From an optimization exercise on the open Yosys and OpenROAD flow, aimed at small area, a short achievable clock period and few clock cycles; shortcuts taken in it are not production practice.
Where RTL was checked, it was by simulation tests only, not by an equivalence proof against the original.

==> flow/design.v <==
module crc_engine (
    input  wire        clk,
    input  wire        rst_n,
    input  wire        start,
    input  wire [6:0]  cfg_width,        
    input  wire [63:0] cfg_poly,         
    input  wire [63:0] cfg_init,
    input  wire [63:0] cfg_xorout,
    input  wire        cfg_refin,
    input  wire        cfg_refout,
    input  wire [3:0]  cfg_prefix_len,   
    input  wire [63:0] cfg_prefix,
    input  wire [3:0]  cfg_suffix_len,   
    input  wire [63:0] cfg_suffix,
    input  wire        in_valid,
    input  wire [7:0]  in_data,
    input  wire        in_last,
    output reg         in_ready,
    output reg         busy,
    output reg         done,
    output reg  [63:0] result
);
    localparam [2:0] S_IDLE = 3'd0,
                     S_AL1  = 3'd1,
                     S_AL2  = 3'd2,
                     S_RUN  = 3'd3,
                     S_OUT  = 3'd4;
    reg [2:0]  state;
    reg        ld;           
    reg [3:0]  pre_left;     
    reg [3:0]  suf_left;     
    reg        got_last;     
    reg        data_done;    
    reg [7:0]  hb;           
    reg        hb_v;
    reg        hb_l;
    reg [7:0]  fr;           
    reg        use_hb;       
    reg [7:1]  mc;           
    reg [63:0] crc;          
    reg [63:0] poly;         
    reg [5:0]  rot;          
    reg        refin;
    reg        refout;
    reg [63:0] xorout;
    reg [63:0] prefix;
    reg [63:0] suffix;
    function [63:0] rev64(input [63:0] v);
        integer n;
        begin
            for (n = 0; n < 64; n = n + 1)
                rev64[n] = v[63 - n];
        end
    endfunction
    function [7:0] rev8(input [7:0] v);
        integer n;
        begin
            for (n = 0; n < 8; n = n + 1)
                rev8[n] = v[7 - n];
        end
    endfunction
    function [7:1] mcoef(input [63:57] ptop);
        integer d, e;
        reg [7:0] m;
        begin
            m[0] = 1'b1;
            for (d = 1; d < 8; d = d + 1) begin
                m[d] = 1'b0;
                for (e = 1; e <= d; e = e + 1)
                    m[d] = m[d] ^ (ptop[64 - e] & m[d - e]);
            end
            mcoef = m[7:1];
        end
    endfunction
    wire run     = (state == S_RUN);
    wire pre_ph  = (pre_left != 4'd0);
    wire suf_ph  = !pre_ph && data_done;
    wire step    = run && (!use_hb || hb_v);
    wire is_last = use_hb ? (hb_l && suf_left == 4'd0) : (suf_ph && suf_left == 4'd1);
    wire take    = in_valid && in_ready;
    reg  [63:0] rot_in;
    reg  [5:0]  rot_amt;
    always @* begin
        rot_amt = rot;
        if (state == S_AL1)
            rot_in = poly;
        else if (state == S_AL2)
            rot_in = crc;
        else if (refout) begin
            rot_in  = crc;
            rot_amt = 6'd0;
        end else
            rot_in = rev64(crc);
    end
    reg  [63:0] rot_out;
    integer r;
    always @* begin
        rot_out = rot_in;
        for (r = 0; r < 6; r = r + 1)
            if (rot_amt[r])
                rot_out = (rot_out >> (1 << r)) | (rot_out << (64 - (1 << r)));
    end
    wire [7:0] feed = use_hb ? hb : fr;
    reg  [63:0] crc_next;
    reg         fb;
    integer i;
    always @* begin
        crc_next = crc;
        for (i = 7; i >= 0; i = i - 1) begin
            fb       = crc_next[63] ^ feed[i];
            crc_next = crc_next << 1;
            if (fb)
                crc_next = crc_next ^ poly;
        end
    end
    reg [2:0] state_n;
    reg [3:0] pre_n, suf_n;
    reg       hb_v_n, got_last_n, data_done_n;
    always @* begin
        state_n     = state;
        pre_n       = pre_left;
        suf_n       = suf_left;
        hb_v_n      = hb_v;
        got_last_n  = got_last;
        data_done_n = data_done;
        if (state == S_AL1)
            state_n = S_AL2;
        if (state == S_AL2)
            state_n = S_RUN;
        if (step) begin
            if (is_last)
                state_n = S_OUT;
            if (pre_ph)
                pre_n = pre_left - 4'd1;
            else if (use_hb) begin
                hb_v_n = 1'b0;
                if (hb_l)
                    data_done_n = 1'b1;
            end else
                suf_n = suf_left - 4'd1;
        end
        if (take) begin
            hb_v_n     = 1'b1;
            got_last_n = in_last;
        end
        if (ld) begin
            state_n     = start ? S_AL1 : S_IDLE;
            hb_v_n      = 1'b0;
            got_last_n  = 1'b0;
            data_done_n = 1'b0;
        end
        if (!rst_n)
            state_n = S_IDLE;
    end
    wire busy_n   = (state_n == S_AL1) || (state_n == S_AL2) || (state_n == S_RUN);
    wire [3:0] pre_nn = ld ? cfg_prefix_len : pre_n;
    wire pre_ph_n = (pre_nn != 4'd0);
    always @(posedge clk) begin
        result    <= rev64(rot_out) ^ xorout;
        done      <= rst_n && (state == S_OUT);
        state     <= state_n;
        busy      <= busy_n;
        ld        <= !busy_n;
        in_ready  <= busy_n && !got_last_n && !(hb_v_n && (pre_ph_n || state_n != S_RUN));
        pre_left  <= pre_nn;
        suf_left  <= ld ? cfg_suffix_len : suf_n;
        hb_v      <= hb_v_n;
        got_last  <= got_last_n;
        data_done <= data_done_n;
        use_hb    <= !pre_ph_n && !data_done_n;
        if (pre_n != 4'd0)
            fr <= refin ? rev8(prefix[(pre_n - 4'd1) * 8 +: 8]) : prefix[(pre_n - 4'd1) * 8 +: 8];
        else
            fr <= refin ? rev8(suffix[(suf_n - 4'd1) * 8 +: 8]) : suffix[(suf_n - 4'd1) * 8 +: 8];
        if (ld) begin
            rot    <= cfg_width[5:0];
            refin  <= cfg_refin;
            refout <= cfg_refout;
            poly   <= cfg_poly;
            crc    <= cfg_init;
            xorout <= cfg_xorout;
            prefix <= cfg_prefix;
            suffix <= cfg_suffix;
        end else begin
            if (state == S_AL1)
                poly <= rot_out;
            if (state == S_AL2)
                crc <= rot_out;
            if (step)
                crc <= crc_next;
            if (take) begin
                hb   <= refin ? rev8(in_data) : in_data;
                hb_l <= in_last;
            end
        end
    end
endmodule
export LEC_CHECK = 0
export CAP_MARGIN = 20
export CORE_MARGIN = 2
export CORE_UTILIZATION = 50
export CTS_CLUSTER_DIAMETER = 100
export CTS_CLUSTER_SIZE = 20
export SETUP_SLACK_MARGIN = 1.0
export SLEW_MARGIN = 20
create_clock -name core_clock -period 25.0 [get_ports {clk}]
standard.sh (not shown) runs the stock make flow with config.mk's settings and CLKGATE_MAP_FILE= SYNTH_SCRIPT=/design/flow/synth_recipe.tcl, a recipe that flattens the netlist after the stock synthesis.
==> flow/flow/run.sh <==
#!/bin/bash
# The standard layout, with two changes to how it is made:
#  - port buffers are sky130_fd_sc_hd__buf_1 instead of the default delay cell
#  - repair_timing aims for a large setup margin, so that the critical paths
#    are sized for a much shorter cycle than the 25 ns clock
# make's output goes to run_standard.log here; ORFS's own logs stay in orfs/logs.
set -euo pipefail
bash standard.sh \
  'BUFFER_PORTS_ARGS=-buffer_cell sky130_fd_sc_hd__buf_1' \
  SETUP_SLACK_MARGIN=19.0 \
  finish > run_standard.log 2>&1
The first run completed with no timing, DRC or antenna violations.
Testbench counts at the start, summed over its fixed seeds: cycles 16,503.
Next try:
--- a/flow/design.v
+++ b/flow/design.v
@@ -98,23 +98,25 @@
         rot_out = rot_in;
         for (r = 0; r < 6; r = r + 1)
             if (rot_amt[r])
                 rot_out = (rot_out >> (1 << r)) | (rot_out << (64 - (1 << r)));
     end
     wire [7:0] feed = use_hb ? hb : fr;
+    wire [7:0] t    = crc[63:56] ^ feed;
+    reg  [7:0]  fbv;
     reg  [63:0] crc_next;
-    reg         fb;
-    integer i;
-    always @* begin
-        crc_next = crc;
-        for (i = 7; i >= 0; i = i - 1) begin
-            fb       = crc_next[63] ^ feed[i];
-            crc_next = crc_next << 1;
-            if (fb)
-                crc_next = crc_next ^ poly;
-        end
+    integer i, j;
+    always @* begin
+        for (i = 0; i < 8; i = i + 1) begin
+            fbv[i] = t[i];
+            for (j = i + 1; j < 8; j = j + 1)
+                fbv[i] = fbv[i] ^ (mc[j - i] & t[j]);
+        end
+        crc_next = crc << 8;
+        for (i = 0; i < 8; i = i + 1)
+            crc_next = crc_next ^ ({64{fbv[i]}} & (poly << i));
     end
     reg [2:0] state_n;
     reg [3:0] pre_n, suf_n;
     reg       hb_v_n, got_last_n, data_done_n;
     always @* begin
         state_n     = state;
@@ -165,12 +167,13 @@
         pre_left  <= pre_nn;
         suf_left  <= ld ? cfg_suffix_len : suf_n;
         hb_v      <= hb_v_n;
         got_last  <= got_last_n;
         data_done <= data_done_n;
         use_hb    <= !pre_ph_n && !data_done_n;
+        mc        <= mcoef(poly[63:57]);
         if (pre_n != 4'd0)
             fr <= refin ? rev8(prefix[(pre_n - 4'd1) * 8 +: 8]) : prefix[(pre_n - 4'd1) * 8 +: 8];
         else
             fr <= refin ? rev8(suffix[(suf_n - 4'd1) * 8 +: 8]) : suffix[(suf_n - 4'd1) * 8 +: 8];
         if (ld) begin
             rot    <= cfg_width[5:0];
Outcome:
- maximum frequency falls by 0.45%
- worst setup slack is worse by 0.027 ns
- non-clock buffer count grows by 28
- clock-buffer cell count stays the same
- via count rose by 13%
- routed wire length goes up by 15%
- synthesized cell count rises by 8.8%
- first-iteration DRC count rose by 17%
- critical path depth stays the same
Testbench counts after the change, summed over its fixed seeds: cycles 16,503.


== build 4 ==
// crc_engine: RTL as listed in full above, without the edits since
Settings: LEC_CHECK=0, CAP_MARGIN=20, CORE_MARGIN=2, CORE_UTILIZATION=65, CTS_CLUSTER_DIAMETER=100, CTS_CLUSTER_SIZE=20, SETUP_SLACK_MARGIN=1.0, SLEW_MARGIN=20; clock period 25.0 ns.
Scripts as last shown in full above: flow/flow/run.sh
Testbench counts of build 4, summed over its fixed seeds: cycles 16,503.
#### Input delta (build 94 over build 4)
diff --git a/flow/design.v b/flow/design.v
--- a/flow/design.v
+++ b/flow/design.v
@@ -37,5 +37,4 @@
     reg [7:0]  fr;           
     reg        use_hb;       
-    reg [7:1]  mc;           
     reg [63:0] crc;          
     reg [63:0] poly;         
@@ -60,17 +59,4 @@
         end
     endfunction
-    function [7:1] mcoef(input [63:57] ptop);
-        integer d, e;
-        reg [7:0] m;
-        begin
-            m[0] = 1'b1;
-            for (d = 1; d < 8; d = d + 1) begin
-                m[d] = 1'b0;
-                for (e = 1; e <= d; e = e + 1)
-                    m[d] = m[d] ^ (ptop[64 - e] & m[d - e]);
-            end
-            mcoef = m[7:1];
-        end
-    endfunction
     wire run     = (state == S_RUN);
     wire pre_ph  = (pre_left != 4'd0);
@@ -80,15 +66,11 @@
     wire take    = in_valid && in_ready;
     reg  [63:0] rot_in;
-    reg  [5:0]  rot_amt;
+    wire [5:0]  rot_amt = rot;
     always @* begin
-        rot_amt = rot;
         if (state == S_AL1)
             rot_in = poly;
         else if (state == S_AL2)
             rot_in = crc;
-        else if (refout) begin
-            rot_in  = crc;
-            rot_amt = 6'd0;
-        end else
+        else
             rot_in = rev64(crc);
     end
@@ -157,5 +139,5 @@
     wire pre_ph_n = (pre_nn != 4'd0);
     always @(posedge clk) begin
-        result    <= rev64(rot_out) ^ xorout;
+        result    <= (refout ? rev64(crc) : rev64(rot_out)) ^ xorout;
         done      <= rst_n && (state == S_OUT);
         state     <= state_n;
[summary]
Result: PASS for each of build 94 and build 4
Last weighted congestion value of the routability-driven placer sits lower in build 94 than in build 4.
Build 4 → build 94: number of inserted filler cells in the final layout now sits higher; core utilization now sits lower.
As far as number of port buffers goes, build 94 and build 4 are indistinguishable; the numbers are identical.
The register share of the cell area in build 94 was higher than what build 4 gave.
Testbench counts of build 94, summed over its fixed seeds: cycles 16,503.


the reference run:
// crc_engine: RTL as listed in full above, without the edits since
clock: 25.0 ns
lec_check: 0
cap_margin: 20
core_margin: 2
core_utilization: 30
setup_slack_margin: 1.0
slew_margin: 20
Scripts as last shown in full above: flow/flow/run.sh
Testbench counts of the reference run, summed over its fixed seeds: cycles 16,503.
The inputs of the trial run differ from those of the reference run as listed below.
--- a/flow/design.v
+++ b/flow/design.v
@@ -98,23 +98,25 @@
         rot_out = rot_in;
         for (r = 0; r < 6; r = r + 1)
             if (rot_amt[r])
                 rot_out = (rot_out >> (1 << r)) | (rot_out << (64 - (1 << r)));
     end
     wire [7:0] feed = use_hb ? hb : fr;
+    wire [7:0] t    = crc[63:56] ^ feed;
+    reg  [7:0]  fbv;
     reg  [63:0] crc_next;
-    reg         fb;
-    integer i;
-    always @* begin
-        crc_next = crc;
-        for (i = 7; i >= 0; i = i - 1) begin
-            fb       = crc_next[63] ^ feed[i];
-            crc_next = crc_next << 1;
-            if (fb)
-                crc_next = crc_next ^ poly;
-        end
+    integer i, j;
+    always @* begin
+        for (i = 0; i < 8; i = i + 1) begin
+            fbv[i] = t[i];
+            for (j = i + 1; j < 8; j = j + 1)
+                fbv[i] = fbv[i] ^ (mc[j - i] & t[j]);
+        end
+        crc_next = crc << 8;
+        for (i = 0; i < 8; i = i + 1)
+            crc_next = crc_next ^ ({64{fbv[i]}} & (poly << i));
     end
     reg [2:0] state_n;
     reg [3:0] pre_n, suf_n;
     reg       hb_v_n, got_last_n, data_done_n;
     always @* begin
         state_n     = state;
@@ -165,12 +167,13 @@
         pre_left  <= pre_nn;
         suf_left  <= ld ? cfg_suffix_len : suf_n;
         hb_v      <= hb_v_n;
         got_last  <= got_last_n;
         data_done <= data_done_n;
         use_hb    <= !pre_ph_n && !data_done_n;
+        mc        <= mcoef(poly[63:57]);
         if (pre_n != 4'd0)
             fr <= refin ? rev8(prefix[(pre_n - 4'd1) * 8 +: 8]) : prefix[(pre_n - 4'd1) * 8 +: 8];
         else
             fr <= refin ? rev8(suffix[(suf_n - 4'd1) * 8 +: 8]) : suffix[(suf_n - 4'd1) * 8 +: 8];
         if (ld) begin
             rot    <= cfg_width[5:0];
## What came out
Number of vias after detailed routing in the trial run is 11% higher than in the reference run. Proportion of cell area occupied by multi-input gates: the trial run vs the reference run — no meaningful difference. Final hold slack ends up higher on the trial run. Total clock buffers created by CTS delta for the trial run relative to the reference run: 5 higher. Horizontal die dimension on the trial run is up relative to the reference run. Vertical die dimension in the trial run vs the reference run: up about 0.7%. Between the trial run and the reference run, it is the trial run whose minimum clock period is higher, by 0.051 ns. On area after synthesis: between the reference run and the trial run, it ends up higher for the trial run.
Testbench counts of the trial run, summed over its fixed seeds: cycles 16,503.


Another version of the RTL of crc_engine (not shown whole).
For scale: ~3900 cells after synthesis, about 34000 sq um of cells after synthesis.
==> module crc_engine, before the edit <==
module crc_engine (
    input  wire        clk,
    input  wire        rst_n,
    input  wire        start,
    input  wire [6:0]  cfg_width,        
    input  wire [63:0] cfg_poly,         
    input  wire [63:0] cfg_init,
    input  wire [63:0] cfg_xorout,
    input  wire        cfg_refin,
    input  wire        cfg_refout,
    input  wire [3:0]  cfg_prefix_len,   
    input  wire [63:0] cfg_prefix,
    input  wire [3:0]  cfg_suffix_len,   
    input  wire [63:0] cfg_suffix,
    input  wire        in_valid,
    input  wire [7:0]  in_data,
    input  wire        in_last,
    output reg         in_ready,
    output reg         busy,
    output reg         done,
    output reg  [63:0] result
);
    localparam [1:0] S_IDLE = 2'd0,
                     S_AL1  = 2'd1,
                     S_AL2  = 2'd2,
                     S_RUN  = 2'd3;
    reg [1:0]  state;
    reg        ld;           
    reg [3:0]  pre_left;     
    reg [3:0]  suf_left;     
    reg        got_last;     
    reg        data_done;    
    reg [7:0]  hb;           
    reg        hb_v;
    reg        hb_l;
    reg [7:0]  fr;           
    reg        use_hb;       
    reg [7:1]  mc;           
    reg [63:0] crc;          
    reg [63:0] poly;         
    reg [5:0]  rot;          
    reg        refin;
    reg        refout;
    reg [63:0] xorout;
    reg [63:0] prefix;
    reg [63:0] suffix;
    function [63:0] rev64(input [63:0] v);
        integer n;
        begin
            for (n = 0; n < 64; n = n + 1)
                rev64[n] = v[63 - n];
        end
    endfunction
    function [7:0] rev8(input [7:0] v);
        integer n;
        begin
            for (n = 0; n < 8; n = n + 1)
                rev8[n] = v[7 - n];
        end
    endfunction
    function [7:1] mcoef(input [63:57] ptop);
        integer d, e;
        reg [7:0] m;
        begin
            m[0] = 1'b1;
            for (d = 1; d < 8; d = d + 1) begin
                m[d] = 1'b0;
                for (e = 1; e <= d; e = e + 1)
                    m[d] = m[d] ^ (ptop[64 - e] & m[d - e]);
            end
            mcoef = m[7:1];
        end
    endfunction
    wire run     = (state == S_RUN);
    wire pre_ph  = (pre_left != 4'd0);
    wire suf_ph  = !pre_ph && data_done;
    wire step    = run && (!use_hb || hb_v);
    wire is_last = use_hb ? (hb_l && suf_left == 4'd0) : (suf_ph && suf_left == 4'd1);
    wire take    = in_valid && in_ready;
    reg  [63:0] crc_next;
    reg  [63:0] rot_in;
    reg  [5:0]  rot_amt;
    always @* begin
        rot_amt = rot;
        if (state == S_AL1)
            rot_in = poly;
        else if (state == S_AL2)
            rot_in = crc;
        else if (refout) begin
            rot_in  = crc_next;
            rot_amt = 6'd0;
        end else
            rot_in = rev64(crc_next);
    end
    reg  [63:0] rot_out;
    integer r;
    always @* begin
        rot_out = rot_in;
        for (r = 0; r < 6; r = r + 1)
            if (rot_amt[r])
                rot_out = (rot_out >> (1 << r)) | (rot_out << (64 - (1 << r)));
    end
    wire [7:0] feed = use_hb ? hb : fr;
    wire [7:0] t    = crc[63:56] ^ feed;
    reg  [7:0]  fbv;
    integer i, j;
    always @* begin
        for (i = 0; i < 8; i = i + 1) begin
            fbv[i] = t[i];
            for (j = i + 1; j < 8; j = j + 1)
                fbv[i] = fbv[i] ^ (mc[j - i] & t[j]);
        end
        crc_next = crc << 8;
        for (i = 0; i < 8; i = i + 1)
            crc_next = crc_next ^ ({64{fbv[i]}} & (poly << i));
    end
    reg [1:0] state_n;
    reg [3:0] pre_n, suf_n;
    reg       hb_v_n, got_last_n, data_done_n;
    always @* begin
        state_n     = state;
        pre_n       = pre_left;
        suf_n       = suf_left;
        hb_v_n      = hb_v;
        got_last_n  = got_last;
        data_done_n = data_done;
        if (state == S_AL1)
            state_n = S_AL2;
        if (state == S_AL2)
            state_n = S_RUN;
        if (step) begin
            if (is_last)
                state_n = S_IDLE;
            if (pre_ph)
                pre_n = pre_left - 4'd1;
            else if (use_hb) begin
                hb_v_n = 1'b0;
                if (hb_l)
                    data_done_n = 1'b1;
            end else
                suf_n = suf_left - 4'd1;
        end
        if (take) begin
            hb_v_n     = 1'b1;
            got_last_n = in_last;
        end
        if (ld) begin
            state_n     = start ? S_AL1 : S_IDLE;
            hb_v_n      = 1'b0;
            got_last_n  = 1'b0;
            data_done_n = 1'b0;
        end
        if (!rst_n)
            state_n = S_IDLE;
    end
    wire [3:0] pre_nn = ld ? cfg_prefix_len : pre_n;
    wire pre_ph_n = (pre_nn != 4'd0);
    wire use_hb_n = !pre_ph_n && !data_done_n;
    wire hb_l_n   = take ? in_last : hb_l;
    wire last_n   = use_hb_n ? (hb_v_n && hb_l_n && suf_n == 4'd0)
                             : (!pre_ph_n && suf_n == 4'd1);
    wire busy_n   = (state_n == S_AL1) || (state_n == S_AL2) || (state_n == S_RUN && !last_n);
    always @(posedge clk) begin
        result    <= rev64(rot_out) ^ xorout;
        done      <= rst_n && step && is_last;
        state     <= state_n;
        busy      <= busy_n;
        ld        <= !busy_n;
        in_ready  <= (state_n != S_IDLE) && !got_last_n && !(hb_v_n && (pre_ph_n || state_n != S_RUN));
        pre_left  <= pre_nn;
        suf_left  <= ld ? cfg_suffix_len : suf_n;
        hb_v      <= hb_v_n;
        got_last  <= got_last_n;
        data_done <= data_done_n;
        use_hb    <= use_hb_n;
        mc        <= mcoef(poly[63:57]);
        if (pre_n != 4'd0)
            fr <= refin ? rev8(prefix[(pre_n - 4'd1) * 8 +: 8]) : prefix[(pre_n - 4'd1) * 8 +: 8];
        else
            fr <= refin ? rev8(suffix[(suf_n - 4'd1) * 8 +: 8]) : suffix[(suf_n - 4'd1) * 8 +: 8];
        if (ld) begin
            rot    <= cfg_width[5:0];
            refin  <= cfg_refin;
            refout <= cfg_refout;
            poly   <= cfg_poly;
            crc    <= cfg_init;
            xorout <= cfg_xorout;
            prefix <= cfg_prefix;
            suffix <= cfg_suffix;
        end else begin
            if (state == S_AL1)
                poly <= rot_out;
            if (state == S_AL2)
                crc <= rot_out;
            if (step)
                crc <= crc_next;
            if (take) begin
                hb   <= refin ? rev8(in_data) : in_data;
                hb_l <= in_last;
            end
        end
    end
endmodule
export LEC_CHECK = 0
export CAP_MARGIN = 20
export CORE_MARGIN = 2
export CORE_UTILIZATION = 30
export SETUP_SLACK_MARGIN = 1.0
export SLEW_MARGIN = 20
create_clock -name core_clock -period 25.0 [get_ports {clk}]
==> flow/flow/run.sh <==
#!/bin/bash
# The standard layout, with two changes to how it is made:
#  - port buffers are sky130_fd_sc_hd__buf_1 instead of the default delay cell
#  - repair_timing aims for a large setup margin, so that the critical paths
#    are sized for a much shorter cycle than the 25 ns clock
# make's output goes to run_standard.log here; ORFS's own logs stay in orfs/logs.
set -euo pipefail
bash standard.sh \
  'BUFFER_PORTS_ARGS=-buffer_cell sky130_fd_sc_hd__buf_1' \
  SETUP_SLACK_MARGIN=18.6 \
  finish > run_standard.log 2>&1
Rerun with:
--- a/flow/design.v
+++ b/flow/design.v
@@ -19,13 +19,14 @@
     output reg         busy,
     output reg         done,
     output reg  [63:0] result
 );
-    localparam [1:0] S_IDLE = 2'd0,
-                     S_AL1  = 2'd1,
-                     S_AL2  = 2'd2,
-                     S_RUN  = 2'd3;
-    reg [1:0]  state;
+    localparam [2:0] S_IDLE = 3'd0,
+                     S_AL1  = 3'd1,
+                     S_AL2  = 3'd2,
+                     S_RUN  = 3'd3,
+                     S_OUT  = 3'd4;
+    reg [2:0]  state;
     reg        ld;           
     reg [3:0]  pre_left;     
     reg [3:0]  suf_left;     
     reg        got_last;     
@@ -76,9 +77,8 @@
     wire suf_ph  = !pre_ph && data_done;
     wire step    = run && (!use_hb || hb_v);
     wire is_last = use_hb ? (hb_l && suf_left == 4'd0) : (suf_ph && suf_left == 4'd1);
     wire take    = in_valid && in_ready;
-    reg  [63:0] crc_next;
     reg  [63:0] rot_in;
     reg  [5:0]  rot_amt;
     always @* begin
         rot_amt = rot;
@@ -86,12 +86,12 @@
             rot_in = poly;
         else if (state == S_AL2)
             rot_in = crc;
         else if (refout) begin
-            rot_in  = crc_next;
+            rot_in  = crc;
             rot_amt = 6'd0;
         end else
-            rot_in = rev64(crc_next);
+            rot_in = rev64(crc);
     end
     reg  [63:0] rot_out;
     integer r;
     always @* begin
@@ -102,8 +102,9 @@
     end
     wire [7:0] feed = use_hb ? hb : fr;
     wire [7:0] t    = crc[63:56] ^ feed;
     reg  [7:0]  fbv;
+    reg  [63:0] crc_next;
     integer i, j;
     always @* begin
         for (i = 0; i < 8; i = i + 1) begin
             fbv[i] = t[i];
@@ -113,9 +114,9 @@
         crc_next = crc << 8;
         for (i = 0; i < 8; i = i + 1)
             crc_next = crc_next ^ ({64{fbv[i]}} & (poly << i));
     end
-    reg [1:0] state_n;
+    reg [2:0] state_n;
     reg [3:0] pre_n, suf_n;
     reg       hb_v_n, got_last_n, data_done_n;
     always @* begin
         state_n     = state;
@@ -129,9 +130,9 @@
         if (state == S_AL2)
             state_n = S_RUN;
         if (step) begin
             if (is_last)
-                state_n = S_IDLE;
+                state_n = S_OUT;
             if (pre_ph)
                 pre_n = pre_left - 4'd1;
             else if (use_hb) begin
                 hb_v_n = 1'b0;
@@ -152,28 +153,24 @@
         end
         if (!rst_n)
             state_n = S_IDLE;
     end
+    wire busy_n   = (state_n == S_AL1) || (state_n == S_AL2) || (state_n == S_RUN);
     wire [3:0] pre_nn = ld ? cfg_prefix_len : pre_n;
     wire pre_ph_n = (pre_nn != 4'd0);
-    wire use_hb_n = !pre_ph_n && !data_done_n;
-    wire hb_l_n   = take ? in_last : hb_l;
-    wire last_n   = use_hb_n ? (hb_v_n && hb_l_n && suf_n == 4'd0)
-                             : (!pre_ph_n && suf_n == 4'd1);
-    wire busy_n   = (state_n == S_AL1) || (state_n == S_AL2) || (state_n == S_RUN && !last_n);
     always @(posedge clk) begin
         result    <= rev64(rot_out) ^ xorout;
-        done      <= rst_n && step && is_last;
+        done      <= rst_n && (state == S_OUT);
         state     <= state_n;
         busy      <= busy_n;
         ld        <= !busy_n;
-        in_ready  <= (state_n != S_IDLE) && !got_last_n && !(hb_v_n && (pre_ph_n || state_n != S_RUN));
+        in_ready  <= busy_n && !got_last_n && !(hb_v_n && (pre_ph_n || state_n != S_RUN));
         pre_left  <= pre_nn;
         suf_left  <= ld ? cfg_suffix_len : suf_n;
         hb_v      <= hb_v_n;
         got_last  <= got_last_n;
         data_done <= data_done_n;
-        use_hb    <= use_hb_n;
+        use_hb    <= !pre_ph_n && !data_done_n;
         mc        <= mcoef(poly[63:57]);
         if (pre_n != 4'd0)
             fr <= refin ? rev8(prefix[(pre_n - 4'd1) * 8 +: 8]) : prefix[(pre_n - 4'd1) * 8 +: 8];
         else
Effect: Worst hold slack hardly moves. Die area decreases by 9.9%. Cell count drops by 13%. Non-clock buffer count decreases by 63. Via count is lower by 22%. Wire length fell by 35%. Clock skew rose by 0.012 ns. Utilization drops by 1.0 points.
Testbench counts after the change, summed over its fixed seeds: cycles 16,503.
Only the layout flow was run in the first run of this note; the RTL was not checked for function there.

## static timing again, ports no longer ideal
The results above use ideal ports. As a check the final layouts listed here were re-extracted and re-timed, cells and wires unchanged. Step 1 sets driving cells, clkbuf_16 on the clock port and buf_2 on the other inputs (assumed; they add their load-dependent delay and slew). Step 2 adds t to the input delays and takes it off the output delays; t is the mean of the earliest and latest rising clock arrival at the registers after step 1. Input paths then give back, and output paths get back, about the clock's delay inside the block. Slacks: ideal ports / drivers / drivers and shift; pairs: ideal ports / drivers.
| run | shift t [ns] | setup WS [ns] | worst data-port slew with drivers (ns) | cell pins on the clock port's net |
|---|---|---|---|---|
| the first run of note 1 | 0.682 | 18.911 / 18.846 / 18.812 | 0.09 | 1 |
| the second run of note 1 | 0.701 | 18.884 / 18.814 / 18.585 | 0.10 | 1 |
| build 4 | 0.668 | 18.912 / 18.850 / 18.803 | 0.09 | 1 |
| build 94 | 0.645 | 18.935 / 18.873 / 18.720 | 0.10 | 1 |
| the reference run | 0.686 | 18.929 / 18.858 / 18.698 | 0.13 | 1 |
| the trial run | 0.721 | 18.878 / 18.816 / 18.660 | 0.11 | 1 |
| the first run of note 4 | 0.669 | 18.515 / 18.515 / 18.427 | 0.17 | 1 |
| the second run of note 4 | 0.722 | 18.739 / 18.677 / 18.684 | 0.11 | 1 |
After both steps every run listed still meets setup and hold. For the second run of note 1, which loses most, drivers alone change the setup slack by -0.070 ns; drivers and shift together by -0.299 ns.
